Source: an optimization exercise on an open RTL-to-GDS flow (aim: small area, a short achievable clock period and few clock cycles per item). Production flows keep margins and buffers that such runs may drop.
No run shown here included a check of the RTL's function; only the layout flow was run.

### design/flow/config.mk
export PLATFORM = sky130hd
export DESIGN_NAME = ck_unit
export DESIGN_NICKNAME = ck_unit
export VERILOG_FILES = /design/flow/design.v
export SDC_FILE = /design/flow/constraint.sdc
export NUM_CORES = 8
export LEC_CHECK = 0
export CAP_MARGIN = 20
export CORE_MARGIN = 2
export CORE_UTILIZATION = 25
export PLACE_DENSITY = 0.35
export SLEW_MARGIN = 20
### design/flow/constraint.sdc
create_clock -name core_clock -period 200.0 [get_ports {clk}]
set_input_delay 40.0000 -clock core_clock [delete_from_list [all_inputs] [get_ports {clk}]]
set_output_delay 40.0000 -clock core_clock [all_outputs]
set_load 0.01 [all_outputs]
### design/flow/design.v
module ck_unit (
    input             clk,
    input             rst,
    input      [5:0]  cfg_width,
    input      [31:0] cfg_poly,
    input      [31:0] cfg_init,
    input      [31:0] cfg_xorout,
    input             cfg_refin,
    input             cfg_refout,
    input             in_valid,
    output            in_ready,
    input      [1:0]  in_op,
    input      [5:0]  in_ctx,
    input      [3:0]  in_nbytes,
    input      [63:0] in_data,
    output reg        out_valid,
    output reg [5:0]  out_ctx,
    output reg [31:0] out_value,
    output reg [31:0] out_result,
    output reg        out_err
);
    localparam OP_FEED  = 2'd0;
    localparam OP_START = 2'd1;
    localparam OP_WRITE = 2'd2;
    localparam OP_CLEAR = 2'd3;
    reg [31:0] ctx_val [0:63];
    reg [63:0] ctx_ok;
    assign in_ready = 1'b1;
    wire [31:0] mask = ~(32'hFFFF_FFFF << cfg_width);
    wire [4:0]  top_idx = cfg_width[4:0] - 5'd1;
    reg [31:0] base;
    reg [31:0] r;
    reg [7:0]  b;
    reg        top;
    reg [31:0] new_val;
    reg        err;
    reg [31:0] rev;
    reg [31:0] res;
    integer    k, i;
    always @* begin
        if (in_op == OP_START || !ctx_ok[in_ctx])
            base = cfg_init;
        else
            base = ctx_val[in_ctx];
        r = base;
        for (k = 0; k < 8; k = k + 1) begin
            if (k < in_nbytes) begin
                for (i = 0; i < 8; i = i + 1)
                    b[i] = cfg_refin ? in_data[8*k + 7 - i] : in_data[8*k + i];
                for (i = 7; i >= 0; i = i - 1) begin
                    top = r[top_idx];
                    r = (r << 1) & mask;
                    if (top ^ b[i])
                        r = r ^ cfg_poly;
                end
            end
        end
        err = 1'b0;
        case (in_op)
            OP_FEED, OP_START: new_val = r;
            OP_WRITE: begin
                if ((in_data[31:0] & ~mask) != 32'd0) begin
                    err     = 1'b1;
                    new_val = base;
                end else begin
                    new_val = in_data[31:0];
                end
            end
            default: new_val = cfg_init;
        endcase
        for (i = 0; i < 32; i = i + 1)
            rev[i] = new_val[31 - i];
        rev = rev >> (6'd32 - cfg_width);
        res = ((cfg_refout ? rev : new_val) ^ cfg_xorout) & mask;
    end
    always @(posedge clk) begin
        if (in_valid && !rst)
            ctx_val[in_ctx] <= new_val;
    end
    always @(posedge clk) begin
        if (rst) begin
            ctx_ok    <= 64'd0;
            out_valid <= 1'b0;
        end else begin
            out_valid <= in_valid;
            if (in_valid)
                ctx_ok[in_ctx] <= 1'b1;
        end
    end
    always @(posedge clk) begin
        if (in_valid && !rst) begin
            out_ctx    <= in_ctx;
            out_value  <= new_val;
            out_result <= res;
            out_err    <= err;
        end
    end
endmodule
### design/flow/run.sh
#!/bin/bash
# synth_recipe.tcl (not shown) runs the flow's synth.tcl, then flattens the netlist and writes it again
# the make line also repeats each setting of config.mk as NAME=value (left out here)
make -C /OpenROAD-flow-scripts/flow DESIGN_CONFIG=/design/flow/config.mk WORK_HOME=/design/flow/orfs CLKGATE_MAP_FILE= SYNTH_SCRIPT=/design/flow/synth_recipe.tcl finish
==> summary.md, run 1 <==
| Metric | Value |
|---|---|
| Outcome | `timing/DRC/antenna clean` |
| CP Class | `input port to flop` |
| Fmax | `0.005212 GHz` |
| Avg WL per Cell | `60.31 µm` |
| All-Layer GR Usage | `44.44%` |
| RSZ-0062 raised after global routing | `no` |
| Initial core utilization | `25.08%` |
| H-tree depth | `5` |
| Max cap viols | `0` |
| Starting DRT DRC Count | `42870` |
| Area share of the largest cell type after synthesis | `28.90%` |
| Post-Place Worst Slack | `12.89 ns` |
| I/O pin count | `256` |
| Setup TNS | `0 ns` |
| Initial antenna violation count | `506` |
| Family with the most delay on the worst path | `compound AO/OA/AOI/OAI gates` |
| Final setup violation count | `0` |
| Chip width | `942.4 µm` |
| R2R Path End | `out_result[8]$_DFFE_PP_` |
| Hold WC Path Type | `flop to flop` |
| Synth async-reset ratio | `0%` |
| Arr. time, crit path | `192.42 ns` |
| Post-Syn Nets | `22220` |
| Slowest stage delay, CP | `1.13 ns` |
| Row cnt | `344` |
| Post CTS Setup Buffer Count | `0` |
| Area of the core | `877600 µm²` |
| Slowest cell on crit path | `nor3b_2` |
| Most frequent CP cell | `buf_4` |
| Synthesis warning total | `1` |
| Relative slew slack | `5.514%` |
| Clock root cell | `clkbuf_16` |
| Synth area leader | `edfxtp_1` |
| Final hold violation count | `0` |
| Clock tree buffer depth | `4` |
| Critical Path Start Type | `input port` |
| Non-Filler Instances | `34400` |
| Reg clk slew, reported paths | `0.07 ns` |
| DP Cell Count | `33270` |
| Layout cells sized above 1 | `24.52%` |
| Die Ht | `942.4 µm` |
| Fin nets | `22150` |
| Cell variety after synth | `245` |
| WHS Path Cells | `2` |
| Clk sinks | `2184` |
| Hold_sp | `ctx_ok[15]$_SDFFE_PP0P_` |
| Worst Tran Pin Value | `1.414 ns` |
| Post-DR vias/cell | `6.844` |
| Clock latency (worst-skew pair) | `1.06 ns` |
| Prevailing post-synth register cell | `edfxtp_1` |
| Buf+Inv Stages, Crit Path | `42` |
| Final GP Congestion | `1.098` |
| Reg2Reg Setup Slack | `49.31 ns` |
| Post-synth EDFFs | `2119` |
| Final Slew Violations | `0` |
| Pin count of the biggest net entering global routing | `88` |
| Post-CTS Hold Fix Bufs | `0` |
| Yosys reg bits | `2184` |
| CTS tree | `yes` |
| Crit path max fanout | `54` |
| Clock Skew | `0.2207 ns` |
| Mapped Area | `220100 µm²` |
| Min Tclk post-route | `191.87 ns` |
| Fin crit share | `95.94%` |
| Residual DRC | `0` |
| Worst setup EP type | `flop` |
| Utilization after layout | `26.56%` |
| Register area share after synthesis | `29.50%` |
| Post-cts resize count | `0` |
| Antenna viol nets, final | `0` |
| Cts bufs inserted | `266` |
| Final worst slack | `8.127 ns` |
| Via count | `235400` |
| Post-Route WL | `2075000 µm` |
| Worst r2r src | `ctx_ok[12]$_SDFFE_PP0P_` |
| Design area | `233100 µm²` |
| Synth-to-layout area growth | `5.870%` |
| Drt pass-1 iters | `9` |
| Syn_area_per_cell | `9.992 µm²` |
| Grt total ovfl | `0` |
| Buffers on Ports | `254` |
| Reg2Reg Depth | `398` |
| First-pass GRT wire length | `2533000 µm` |
| Top post-synthesis cells by area | `edfxtp_1, clkbuf_8, nor2_1, xnor2_1, mux2i_1` |
| Worst hold endpoint | `ctx_ok[15]$_SDFFE_PP0P_` |
| Vias in the first global route | `199700` |
| Die Area | `888100 µm²` |
| Detailed Place HPWL | `1528000 µm` |
| Placement Cell Area | `223000 µm²` |
| Cells after Synth | `22030` |
| Worst Path Required | `200.54 ns` |
stage by stage:
| step | hold WS [ns] |
|---|---|
| floorplan | 0.4286 |
| global placement | 0.4458 |
| global route | 0.4868 |
| detailed placement | 0.4576 |
| finish | 0.4693 |
| CTS | 0.4704 |
synth_stat cells (203+ instances only):
library cell  instances
a22oi_1             270
xnor2_1            1179
edfxtp_1           2119
nand3_1             540
o21ai_0             692
xor2_1              420
nor2_1             2779
mux2i_1             890
buf_12              211
nand2_1            2226
o22ai_1             343
a21oi_1             710
clkbuf_8           1288
mux2_2              219
nor3_1              705
nand4_1             251
o211ai_1            207
a221oi_1            203
buf_6               294
a31oi_1             424
layer usage:
metal / share of wire [%] / vias to the layer above / GRT usage [%]
met1: 37 / 120700 / 52.01
li1: - / 84180 / -
met2: 40 / 23240 / 61.39
met4: 11 / 72 / 43.00
met5: 0.043 / - / 0.3411
met3: 11 / 7201 / 16.84
layout make-up:
type	count	area, µm²
diodes	660	1652
inverters	131	641.9
repair buffers	1825	14970
clock inverters	113	1156
flip-flops and latches	2184	64930
well taps	11590	14500
fillers	93750	644500
multi-input cells	17550	128100
clock buffers	349	7104
registers in the layout (all words and copies together) (netlist names):
signal      count
ctx_ok         64
ctx_val      2048
out_ctx         6
out_err         1
out_result     32
out_valid       1
out_value      32
worst max path at each step:
stage | startpoint | end | slack (ns) | depth (start not counted)
after floorplan | cfg_width[0] | out_result[4]$_DFFE_PP_ | 56.76 | 451
after global placement | in_ctx[1] | out_result[8]$_DFFE_PP_ | 11.99 | 398
after detailed placement | in_ctx[1] | out_result[8]$_DFFE_PP_ | 12.89 | 397
after CTS | in_ctx[1] | out_result[8]$_DFFE_PP_ | 13.54 | 397
after global routing | in_ctx[1] | out_result[8]$_DFFE_PP_ | 6.58 | 402
final | in_ctx[1] | out_result[8]$_DFFE_PP_ | 8.13 | 402
cell families after synthesis:
| group | after synthesis | synth area share, % |
|---|---|---|
| buf+inv | 2300 | 13.55 |
| simple gates | 8479 | 19.70 |
| compound gates | 5826 | 21.27 |
| flops | 2184 | 29.50 |
| mux | 1533 | 8.783 |
| fa+ha+maj | 8 | 0.04547 |
| xor+xnor | 1701 | 7.161 |
| other cells | 1 | 0.001703 |
layout by cell type, fill, tap and decap left out, types with 181 or more instances in the layout:
master	n
a21oi_1	699
a221oi_1	201
a22oi_1	270
a31oi_1	420
buf_4	1528
clkbuf_16	271
clkdlybuf4s50_1	198
diode_2	660
edfxtp_1	2119
mux2_2	219
mux2i_1	866
nand2_1	2167
nand3_1	540
nand4_1	251
nor2_1	2602
nor2_4	181
nor3_1	700
o211ai_1	207
o21ai_0	667
o22ai_1	341
xnor2_1	1167
xor2_1	417
worst min-delay path, stage by stage (launching register included):
cell and delay, ns:
dfxtp_1 0.32, a31oi_1 0.04, nor2_1 0.07
==> run 2, diff against run 1 <==
==> design/flow/design.v (replaced) <==
module ck_unit (
    input             clk,
    input             rst,
    input      [5:0]  cfg_width,
    input      [31:0] cfg_poly,
    input      [31:0] cfg_init,
    input      [31:0] cfg_xorout,
    input             cfg_refin,
    input             cfg_refout,
    input             in_valid,
    output            in_ready,
    input      [1:0]  in_op,
    input      [5:0]  in_ctx,
    input      [3:0]  in_nbytes,
    input      [63:0] in_data,
    output reg        out_valid,
    output reg [5:0]  out_ctx,
    output reg [31:0] out_value,
    output reg [31:0] out_result,
    output reg        out_err
);
    localparam OP_FEED  = 2'd0;
    localparam OP_START = 2'd1;
    localparam OP_WRITE = 2'd2;
    localparam OP_CLEAR = 2'd3;
    assign in_ready = 1'b1;
    reg [5:0]  w_r;
    reg [31:0] poly_r;
    reg [31:0] init_r;
    reg [31:0] xor_r;
    reg        refin_r, refout_r;
    reg        rst_d;
    wire [4:0]  sh   = 5'd0 - w_r[4:0];           
    wire [31:0] mask = 32'hFFFF_FFFF >> sh;
    reg        s_valid;
    reg [1:0]  s_op;
    reg [5:0]  s_ctx;
    reg [3:0]  s_nb;
    reg [63:0] s_data;
    always @(posedge clk) begin
        s_valid <= in_valid & ~rst;
        s_op    <= in_op;
        s_ctx   <= in_ctx;
        s_nb    <= in_nbytes;
        s_data  <= in_data;
    end
    reg [31:0] ctx_val [0:63];
    reg [63:0] ctx_ok;
    wire [31:0] cur  = ctx_val[s_ctx];
    wire        okb  = ctx_ok[s_ctx];
    wire [31:0] wval = s_data[31:0];
    wire        werr = (wval & ~mask) != 32'd0;
    reg [31:0] src;
    reg [3:0]  nb;
    always @* begin
        nb = s_nb;
        case (s_op)
            OP_FEED:  src = okb ? cur : init_r;
            OP_START: src = init_r;
            OP_WRITE: begin
                src = werr ? (okb ? cur : init_r) : wval;
                nb  = 4'd0;
            end
            default: begin
                src = init_r;
                nb  = 4'd0;
            end
        endcase
        if (rst_d)
            src = poly_r;
    end
    wire [31:0] a0 = src << sh;
    reg [63:0] dbits;
    integer k, i;
    always @* begin
        for (k = 0; k < 8; k = k + 1)
            for (i = 0; i < 8; i = i + 1)
                dbits[8*k + i] = refin_r ? s_data[8*k + i] : s_data[8*k + 7 - i];
    end
    reg [31:0] a;
    reg [31:0] tap [0:8];
    reg        fb;
    always @* begin
        a = a0;
        tap[0] = a0;
        for (k = 0; k < 8; k = k + 1) begin
            for (i = 0; i < 8; i = i + 1) begin
                fb = a[31] ^ dbits[8*k + i];
                a  = {a[30:0], 1'b0} ^ (poly_r & {32{fb}});
            end
            tap[k+1] = a;
        end
    end
    wire [31:0] a_new = nb[3] ? tap[8] : tap[nb[2:0]];
    wire [31:0] v_new = a_new >> sh;
    reg [31:0] a_rev;
    always @* begin
        for (i = 0; i < 32; i = i + 1)
            a_rev[i] = a_new[31 - i];
    end
    wire [31:0] res = (refout_r ? a_rev : v_new) ^ xor_r;
    always @(posedge clk) begin
        rst_d <= rst;
        if (rst) begin
            w_r      <= cfg_width;
            poly_r   <= cfg_poly;
            init_r   <= cfg_init;
            xor_r    <= cfg_xorout;
            refin_r  <= cfg_refin;
            refout_r <= cfg_refout;
        end else if (rst_d) begin
            poly_r   <= a0;
        end
    end
    always @(posedge clk) begin
        if (s_valid)
            ctx_val[s_ctx] <= v_new;
    end
    always @(posedge clk) begin
        if (rst) begin
            ctx_ok    <= 64'd0;
            out_valid <= 1'b0;
        end else begin
            out_valid <= s_valid;
            if (s_valid)
                ctx_ok[s_ctx] <= 1'b1;
        end
        out_ctx    <= s_ctx;
        out_value  <= v_new;
        out_result <= res;
        out_err    <= (s_op == OP_WRITE) & werr;
    end
endmodule
--- a/design/flow/config.mk
+++ b/design/flow/config.mk
@@ -8,5 +8,5 @@
 export CAP_MARGIN = 20
 export CORE_MARGIN = 2
-export CORE_UTILIZATION = 25
-export PLACE_DENSITY = 0.35
+export CORE_UTILIZATION = 45
+export PLACE_DENSITY = 0.6
 export SLEW_MARGIN = 20
==> run 2 against run 1 <==
  * Highest routed layer unchanged
  * Area after synthesis is 36% lower
  * Via count is 53% lower
  * Flip-flop and latch count is 181 higher
  * Still clean on timing, DRC and antenna
==> summary.md, run 2 <==
| Metric | Value |
|---|---|
| Vias in the first global route | `104300` |
| Row cnt | `205` |
| Clock Skew | `0.09928 ns` |
| Register area share after synthesis | `48.90%` |
| Pin count of the biggest net entering global routing | `100` |
| Post-Syn Nets | `12740` |
| Critical path depth | `111` |
| Buffers on Ports | `253` |
| Area share of the largest cell type after synthesis | `45.86%` |
| I/O pin count | `256` |
| All-Layer GR Usage | `35.32%` |
| Utilization after layout | `49.63%` |
| Syn_area_per_cell | `11.22 µm²` |
| Slowest cell on crit path | `xor3_2` |
| Drt pass-1 iters | `6` |
| Chip width | `563.5 µm` |
| Worst Path Required | `200.50 ns` |
| Starting DRT DRC Count | `16380` |
| Hold_sp | `s_ctx[0]$_DFF_P_` |
| Min Tclk post-route | `48.07 ns` |
| Synth-to-layout area growth | `9.817%` |
| Register area | `68890 µm²` |
| CTS tree | `yes` |
| Die Area | `317500 µm²` |
| Initial antenna violation count | `40` |
| Mapped Area | `140900 µm²` |
| Slowest stage delay, CP | `1.07 ns` |
| Setup TNS | `0 ns` |
| Final Slew Violations | `0` |
| First-pass GRT wire length | `806200 µm` |
| Worst Tran Pin Value | `1.338 ns` |
| Post CTS Setup Buffer Count | `0` |
| Worst r2r src | `s_ctx[1]$_DFF_P_` |
| Clock root cell | `clkbuf_16` |
| Fill count | `27610` |
| Residual DRC | `0` |
| Crit path max fanout | `65` |
| Yosys reg bits | `2365` |
| Buf+Inv Stages, Crit Path | `14` |
| Clock latency (worst-skew pair) | `0.93 ns` |
| Detailed Place HPWL | `386400 µm` |
| Cells after Synth | `12550` |
| Fmax | `0.02080 GHz` |
| Worst Setup EP | `ctx_val[44][10]$_DFFE_PP_` |
| Antenna viol nets, final | `0` |
| Family with the most delay on the worst path | `simple AND/OR/NAND/NOR gates` |
| Fin nets | `12590` |
| Post-synth EDFFs | `2151` |
| Arr. time, crit path | `48.58 ns` |
| Area of the core | `311600 µm²` |
| Via count | `111200` |
| Setup crit start | `s_ctx[1]$_DFF_P_` |
| Grt total ovfl | `0` |
| Initial core utilization | `45.20%` |
| Largest register FFs | `2048` |
| Post-Route WL | `577300 µm` |
| Post-Place Worst Slack | `153.68 ns` |
| Multi-input logic area | `65850 µm²` |
| Most frequent CP cell | `buf_4` |
| Final setup violation count | `0` |
| Post-DR vias/cell | `6.635` |
| Reg clk slew, reported paths | `0.06 ns` |
| H-tree depth | `5` |
| Reg2Reg Setup Slack | `151.93 ns` |
| Regs by FF count | `ctx_val x2048, ctx_ok x64, s_data x64` |
| Prevailing post-synth register cell | `edfxtp_1` |
| Cts bufs inserted | `263` |
| Outcome | `timing/DRC/antenna clean` |
| Hold WC Path Type | `flop to flop` |
| RSZ-0062 raised after global routing | `no` |
| Final GP Congestion | `0.9753` |
| Design area | `154700 µm²` |
| Relative slew slack | `10.27%` |
| Synth async-reset ratio | `0%` |
| Most frequent cell after synthesis | `edfxtp_1` |
| Max cap viols | `0` |
| Largest reg by FF count | `ctx_val` |
| Clock tree buffer depth | `4` |
| Worst setup EP type | `flop` |
| Synth area leader | `edfxtp_1` |
| Placement Cell Area | `146300 µm²` |
| Final hold violation count | `0` |
| Most frequent cells after synthesis | `edfxtp_1, nand2_1, xnor2_1` |
| Synthesis warning total | `2` |
| Top post-synthesis cells by area | `edfxtp_1, xnor2_1, nand2_1, mux2i_1, dfxtp_1` |
| Avg WL per Cell | `34.45 µm` |
| R2R Path End | `ctx_val[44][10]$_DFFE_PP_` |
| CP Class | `flop to flop` |
| Reg2Reg Depth | `111` |
| Most common library cell in the layout ignoring fill and taps | `edfxtp_1` |
| Layout cells sized above 1 | `13.99%` |
| Cell variety after synth | `180` |
| Post-CTS Hold Fix Bufs | `0` |
| Critical Path Start Type | `flop` |
| Post-cts resize count | `0` |
| Die Ht | `563.5 µm` |
| Clk sinks | `2365` |
| Most frequent cells in the layout | `edfxtp_1, nand2_1, xnor2_1, o21ai_0, nor2_1` |
| Final worst slack | `151.93 ns` |
| Fin crit share | `24.04%` |
## run 2: cell types whose count changed after synthesis, moves of 402 or more
cell      change
clkbuf_1    +553
clkbuf_8   -1121
mux2i_1     -402
nand2_1     -687
nor2_1     -2078
nor3_1      -592
## run 2: kinds of logic after synthesis
group / Yosys count / synth area share [%]
flops: 2365 / 48.90
simple gates: 3129 / 10.18
mux: 830 / 7.536
compound gates: 3348 / 16.72
other cells: 1 / 0.002662
fa+ha+maj: 9 / 0.07995
xor+xnor: 1665 / 11.36
buf+inv: 1204 / 5.218
## run 2: worst min-delay path by stage
stage,to,cells past startpoint
2_1_floorplan,out_ctx[5]$_DFF_P_,0
3_3_place_gp,out_ctx[0]$_DFF_P_,0
3_5_place_dp,out_ctx[0]$_DFF_P_,0
4_1_cts,out_ctx[0]$_DFF_P_,0
5_1_grt,out_ctx[0]$_DFF_P_,0
6_report,out_ctx[0]$_DFF_P_,0
## run 2: cell type report
class                           instances  share of cell area (%)
Antenna cell                           18                 0.02912
Tap cell                             4140                   3.349
Inverter                               43                  0.1141
Clock buffer                          333                   4.532
Clock inverter                        141                  0.7992
Timing Repair Buffer                  738                   4.066
Sequential cell                      2365                   44.54
Multi-Input combinational cell       8982                   42.57
## run 2: metal layers
metal,routed length [µm],global-route usage (%),up-vias
li1,-,-,46930
met1,212700,44.40,55530
met2,258700,54.95,7102
met3,57850,6.794,1620
met4,47980,24.65,24
met5,136,0,-
## run 2: stage by stage
stage | cells | hold slack, ns
after detailed placement | 16270 | 0.4028
after global placement | 16260 | 0.3967
after CTS | 16740 | 0.4145
after floorplan | 12550 | 0.3290
after global routing | 16740 | 0.4187
final | 16760 | 0.4095
## run 2: worst reg2reg max path: cells and delay by family, from the launching register on
family / cells / cell delay [ns]
DFF: 1 / 0.76
xor gates and xnor gates: 27 / 11.65
and+or+nand+nor: 34 / 14.04
buffers and inverters: 14 / 6.20
AOI/OAI and AO/OA: 34 / 13.94
muxes: 2 / 0.94

-- port drivers added, routing unchanged --
No port has a modelled driver above. Below, the same layouts with a new extraction and two added sets of constraints. Step 1, drivers: a clkbuf_16 drives clk and a buf_2 each remaining input, both assumed. Step 2 adds t to the input delays and takes it off the output delays; t is the mean of the earliest and latest rising clock arrival at the registers after step 1. Input paths then give back, and output paths get back, about the clock's delay inside the block. Three values: no drivers, after step 1, after step 2; two values: the first two.
run	shift t [ns]	slack for setup (ns)	cell pins on the clock port's net
run 1	1.084	8.127 / 8.203 / 7.119	1
run 2	0.984	151.927 / 151.927 / 151.927	1
After both steps setup and hold are still met in every run listed. The setup slack of run 1, which loses most, moves by +0.076 ns with the drivers and by -1.008 ns with both steps.
